From an optimization exercise on the open Yosys and OpenROAD flow, aimed at small area, a short achievable clock period and few clock cycles per item; shortcuts taken in it are not production practice. The RTL was checked by simulation tests, not by an equivalence proof against the original design.

// shake256_core
module shake256_core (
    input  wire         clk,
    input  wire         rst,         
    input  wire         in_valid,
    output wire         in_ready,
    input  wire [63:0]  in_data,     
    input  wire         in_last,
    input  wire [3:0]   in_nbytes,   
    output wire         done,
    output wire [255:0] digest       
);
Size: ~13000 cells after synthesis, ~2800 flip-flops, ~330 I/O pins.
==> flow/config.mk <==
export PLATFORM = sky130hd
export DESIGN_NAME = shake256_core
export DESIGN_NICKNAME = shake256_core
export VERILOG_FILES = /design/flow/design.v
export SDC_FILE = /design/flow/constraint.sdc
export NUM_CORES = 8
export LEC_CHECK = 0
export CAP_MARGIN = 30
export CORE_MARGIN = 2
export CORE_UTILIZATION = 45
export CTS_CLUSTER_DIAMETER = 120
export CTS_CLUSTER_SIZE = 16
export PLACE_DENSITY = 0.8
export SETUP_SLACK_MARGIN = 3.5
export SLEW_MARGIN = 30
==> flow/constraint.sdc <==
create_clock -name core_clock -period 6.5 [get_ports {clk}]
set_input_delay 1.3000 -clock core_clock [delete_from_list [all_inputs] [get_ports {clk}]]
set_output_delay 1.3000 -clock core_clock [all_outputs]
set_load 0.01 [all_outputs]
standard.sh (not shown) runs the stock make flow with config.mk's settings and CLKGATE_MAP_FILE= SYNTH_SCRIPT=/design/flow/synth_recipe.tcl, a recipe that flattens the netlist after the stock synthesis.
==> flow/flow/run.sh <==
#!/bin/bash
# Standard ORFS layout with two changes:
# - synthesis maps the logic with flow/abc_map.script (dc2, &dch -f, &nf)
#   in place of ORFS's speed script, for a smaller netlist. Everything else in
#   synthesis (synth_recipe.tcl: no fsm/share passes, flattening, renaming) is
#   the standard flow's own, so registers and their cells are the standard synthesis's.
# - the port buffers that global placement inserts are buf_2 cells.
# Each make run's output goes to its own log here; ORFS's per-step logs are
# under orfs/logs.
set -euo pipefail
W=$(pwd)
{
  cat <<'EOT'
proc abc {args} {
  set i [lsearch -exact $args -script]
  if { $i >= 0 } { set args [lreplace $args $i [expr {$i + 1}] -script $::env(MY_ABC_SCRIPT)] }
  set j [lsearch -exact $args -D]
  if { $j >= 0 } { set args [lreplace $args $j [expr {$j + 1}]] }
  yosys abc {*}$args
}
EOT
  cat synth_recipe.tcl
} > "$W/flow_synth.tcl"
export MY_ABC_SCRIPT="$W/flow/abc_map.script"
bash standard.sh SYNTH_SCRIPT="$W/flow_synth.tcl" synth > "$W/synth_make.log" 2>&1
bash standard.sh "BUFFER_PORTS_ARGS=-buffer_cell sky130_fd_sc_hd__buf_2" finish > "$W/layout_make.log" 2>&1
==> flow/flow/abc_map.script <==
strash
dc2
&get -n
&dch -f
&nf -R 1000
&put
topo
The starting point finished with antenna rules left.
Testbench counts at the start, summed over its fixed seeds: cycles 4,830, items 54.
Rerun with:
Settings changed: PLACE_DENSITY 0.8 to 0.7.
Outcome: The changed run ran to the end with no violations; wire length hardly moves; setup slack improves by 0.062 ns; synthesized area does not change; fmax increases by 2.0%; die area does not change; clock skew decreases by 0.014 ns; worst hold slack degrades by 0.11 ns.
Rerun with:
Settings changed: CAP_MARGIN 30 to 25, CTS_CLUSTER_DIAMETER 120 to 150, CTS_CLUSTER_SIZE 16 to 20, SLEW_MARGIN 30 to 25.
The changed run produced a clean layout.
Fmax came out lower by 5.4%.
Wire length is lower by 0.37%.
Clock skew grows by 0.0080 ns.
Synthesized cell count stays the same.
Sequential share of layout area came out higher by 0.27 points.
Utilization falls by 0.40 points.
Design area went down by 0.66%.
Register-to-register slack loses 0.18 ns.
Non-clock buffer count shrinks by 31.

* * *

## main
shake256_core, a different RTL version from the one above (not shown whole).
Size in the first run: ~2800 flip-flops, roughly 330 I/O pins, ~160000 sq um of cells after synthesis.
clock: 6.5 ns
lec_check: 0
cap_margin: 30
core_margin: 2
core_utilization: 45
setup_slack_margin: 2.7
slew_margin: 30
==> flow/flow/run.sh <==
#!/bin/bash
# Standard ORFS layout with two changes:
# - synthesis maps the logic with an area-oriented, delay-aware ABC script
#   (flow/abc_map.script) in place of ORFS's speed script. Everything else in
#   synthesis (synth_recipe.tcl: no fsm/share passes, flattening, renaming) is
#   the standard flow's own, so registers and their cells are the standard synthesis's.
# - the port buffers that global placement inserts are buf_2 cells.
# Each make run's output goes to its own log here; ORFS's per-step logs are
# under orfs/logs.
set -euo pipefail
W=$(pwd)
{
  cat <<'EOT'
proc abc {args} {
  set i [lsearch -exact $args -script]
  if { $i >= 0 } { set args [lreplace $args $i [expr {$i + 1}] -script $::env(MY_ABC_SCRIPT)] }
  set j [lsearch -exact $args -D]
  if { $j >= 0 } { set args [lreplace $args $j [expr {$j + 1}]] }
  yosys abc {*}$args
}
EOT
  cat synth_recipe.tcl
} > "$W/flow_synth.tcl"
export MY_ABC_SCRIPT="$W/flow/abc_map.script"
bash standard.sh SYNTH_SCRIPT="$W/flow_synth.tcl" synth > "$W/synth_make.log" 2>&1
bash standard.sh "BUFFER_PORTS_ARGS=-buffer_cell sky130_fd_sc_hd__buf_2" finish > "$W/layout_make.log" 2>&1
==> flow/flow/abc_map.script <==
strash
dch
map -D 2400 -A 1.5
topo
Every stage of the flow completed for main, and the final layout passed the timing, DRC and antenna checks.
Testbench counts of main, summed over its fixed seeds: cycles 4,830, items 54.
Inputs modified between main and the feature branch:
- swapping 2.7 for 3.1 in SETUP_SLACK_MARGIN
Findings:
The feature branch vs. main: achievable clock frequency went up by about 12%.
For clock skew, the feature branch and main come out practically identical.
The feature branch went all the way through synthesis, placement and routing and the layout is clean on timing, DRC and antenna.
On die area, the feature branch tracks main almost exactly.

* * *

shake256_core with an RTL version that a note above also has.
For scale: ~2,800 flip-flops, about 330 I/O pins, roughly 150,000 um^2 of cells after synthesis.
## shake256_core
module shake256_core (
    input  wire         clk,
    input  wire         rst,         
    input  wire         in_valid,
    output wire         in_ready,
    input  wire [63:0]  in_data,     
    input  wire         in_last,
    input  wire [3:0]   in_nbytes,   
    output wire         done,
    output wire [255:0] digest       
);
    localparam integer RATE_LANES = 17;   
    reg [4:0]  wptr;       
    reg        padpend;    
    reg        bfull;      
    reg        blast;      
    reg        run;        
    reg [4:0]  rnd;        
    reg        plast;      
    reg        done_r;
    reg        rdy_r;      
    reg        go_r;       
    reg        keep_r;     
    reg        abs_r;      
    reg        abs2_r;     
    reg        padb_r;     
    reg [63:0] rc_r;       
    reg [RATE_LANES-1:0] arm_r;    
    reg [RATE_LANES-1:0] parm_r;   
    reg        clr_r;      
    reg [63:0] bl [0:RATE_LANES-1];
    reg [63:0] st [0:24];   
    assign in_ready = rdy_r;
    assign done     = done_r;
    assign digest   = {st[3], st[2], st[1], st[0]};
    wire       acc     = in_valid && rdy_r;
    wire       padw    = padpend && !bfull;
    wire       short_l = in_last && (in_nbytes < 4'd8);    
    reg [63:0] din;
    integer j;
    always @* begin
        for (j = 0; j < 8; j = j + 1) begin
            if (clr_r)
                din[8*j +: 8] = 8'h00;
            else if (padpend)
                din[8*j +: 8] = (j == 0) ? 8'h1F : 8'h00;
            else if (!short_l || j < in_nbytes[2:0])
                din[8*j +: 8] = in_data[8*j +: 8];
            else if (j == in_nbytes[2:0])
                din[8*j +: 8] = 8'h1F;
            else
                din[8*j +: 8] = 8'h00;
        end
    end
    integer i;
    always @(posedge clk) begin
        for (i = 0; i < RATE_LANES; i = i + 1)
            if ((arm_r[i] && in_valid) || parm_r[i] || clr_r)
                bl[i] <= din;
    end
    wire load  = !run && bfull;                              
    wire r23   = run && rnd == 5'd23;
    wire cont  = r23 && !plast && bfull;                     
    wire go    = load || (run && (!r23 || plast || bfull));
    wire take  = load || cont;
    reg [4:0] wptr_n, rnd_n;
    reg       padpend_n, bfull_n, blast_n, run_n, plast_n;
  ...
Settings: LEC_CHECK=0, CAP_MARGIN=20, CORE_MARGIN=2, CORE_UTILIZATION=45, CTS_CLUSTER_DIAMETER=120, CTS_CLUSTER_SIZE=16, SETUP_SLACK_MARGIN=3.3, SLEW_MARGIN=20; clock period 6.5 ns.
==> flow/flow/run.sh <==
#!/bin/bash
# Standard ORFS layout with two changes:
# - synthesis maps the logic with flow/abc_map.script (dc2, &dch -f, &nf)
#   in place of ORFS's speed script, for a smaller netlist. Everything else in
#   synthesis (synth_recipe.tcl: no fsm/share passes, flattening, renaming) is
#   the standard flow's own, so registers and their cells are the standard synthesis's.
# - the port buffers that global placement inserts are buf_2 cells.
# Each make run's output goes to its own log here; ORFS's per-step logs are
# under orfs/logs.
set -euo pipefail
W=$(pwd)
{
  cat <<'EOT'
proc abc {args} {
  set i [lsearch -exact $args -script]
  if { $i >= 0 } { set args [lreplace $args $i [expr {$i + 1}] -script $::env(MY_ABC_SCRIPT)] }
  set j [lsearch -exact $args -D]
  if { $j >= 0 } { set args [lreplace $args $j [expr {$j + 1}]] }
  yosys abc {*}$args
}
EOT
  cat synth_recipe.tcl
} > "$W/flow_synth.tcl"
export MY_ABC_SCRIPT="$W/flow/abc_map.script"
bash standard.sh SYNTH_SCRIPT="$W/flow_synth.tcl" synth > "$W/synth_make.log" 2>&1
bash standard.sh "BUFFER_PORTS_ARGS=-buffer_cell sky130_fd_sc_hd__buf_2" finish > "$W/layout_make.log" 2>&1
==> flow/flow/abc_map.script <==
strash
dc2
&get -n
&dch -f
&nf -R 1000
&put
topo
Testbench counts at the start, summed over its fixed seeds: cycles 4,830, items 54.
Edit:
Settings changed: CAP_MARGIN 20 to 30, CORE_UTILIZATION 45 to 50, SETUP_SLACK_MARGIN 3.3 to 3.4, SLEW_MARGIN 20 to 30.
The new run produced a clean layout; worst hold slack is better by 0.016 ns; synthesized area does not change; routed wire length decreases by 2.5%; setup slack is better by 0.12 ns; sequential share of layout area decreases by 0.93 points.

==> separate check: timing with driven ports <==
The flow's constraints put no driver on any port. The routed layouts listed below were extracted and timed again, unchanged, in two steps.
Step 1, drivers: a clkbuf_16 drives clk and a buf_2 each remaining input, both assumed.
Step 2, shift: input delay + t, output delay - t, t = (earliest + latest rising clock arrival at the registers) / 2. This alone moves slack from input paths to output paths.
Three values: ideal ports, drivers, drivers and shift; two values: the first two.
run	t (ns)	slack for setup (ns)	worst setup path after step 2
the first run of note 1	1.107	3.261 / 3.261 / 2.468	input to register
the second run of note 1	1.105	3.323 / 3.229 / 2.405	input to register
the third run of note 1	1.095	3.143 / 3.143 / 2.463	input to register
main	1.098	2.393 / 2.393 / 1.976	input to register
the feature branch	1.108	2.823 / 2.823 / 2.104	input to register
the first run of note 3	1.115	3.007 / 3.007 / 2.058	input to register
the second run of note 3	1.068	3.125 / 3.125 / 2.313	input to register
The setup slack of the first run of note 3, which loses most, moves by 0.000 ns with the drivers and by -0.949 ns with both steps.
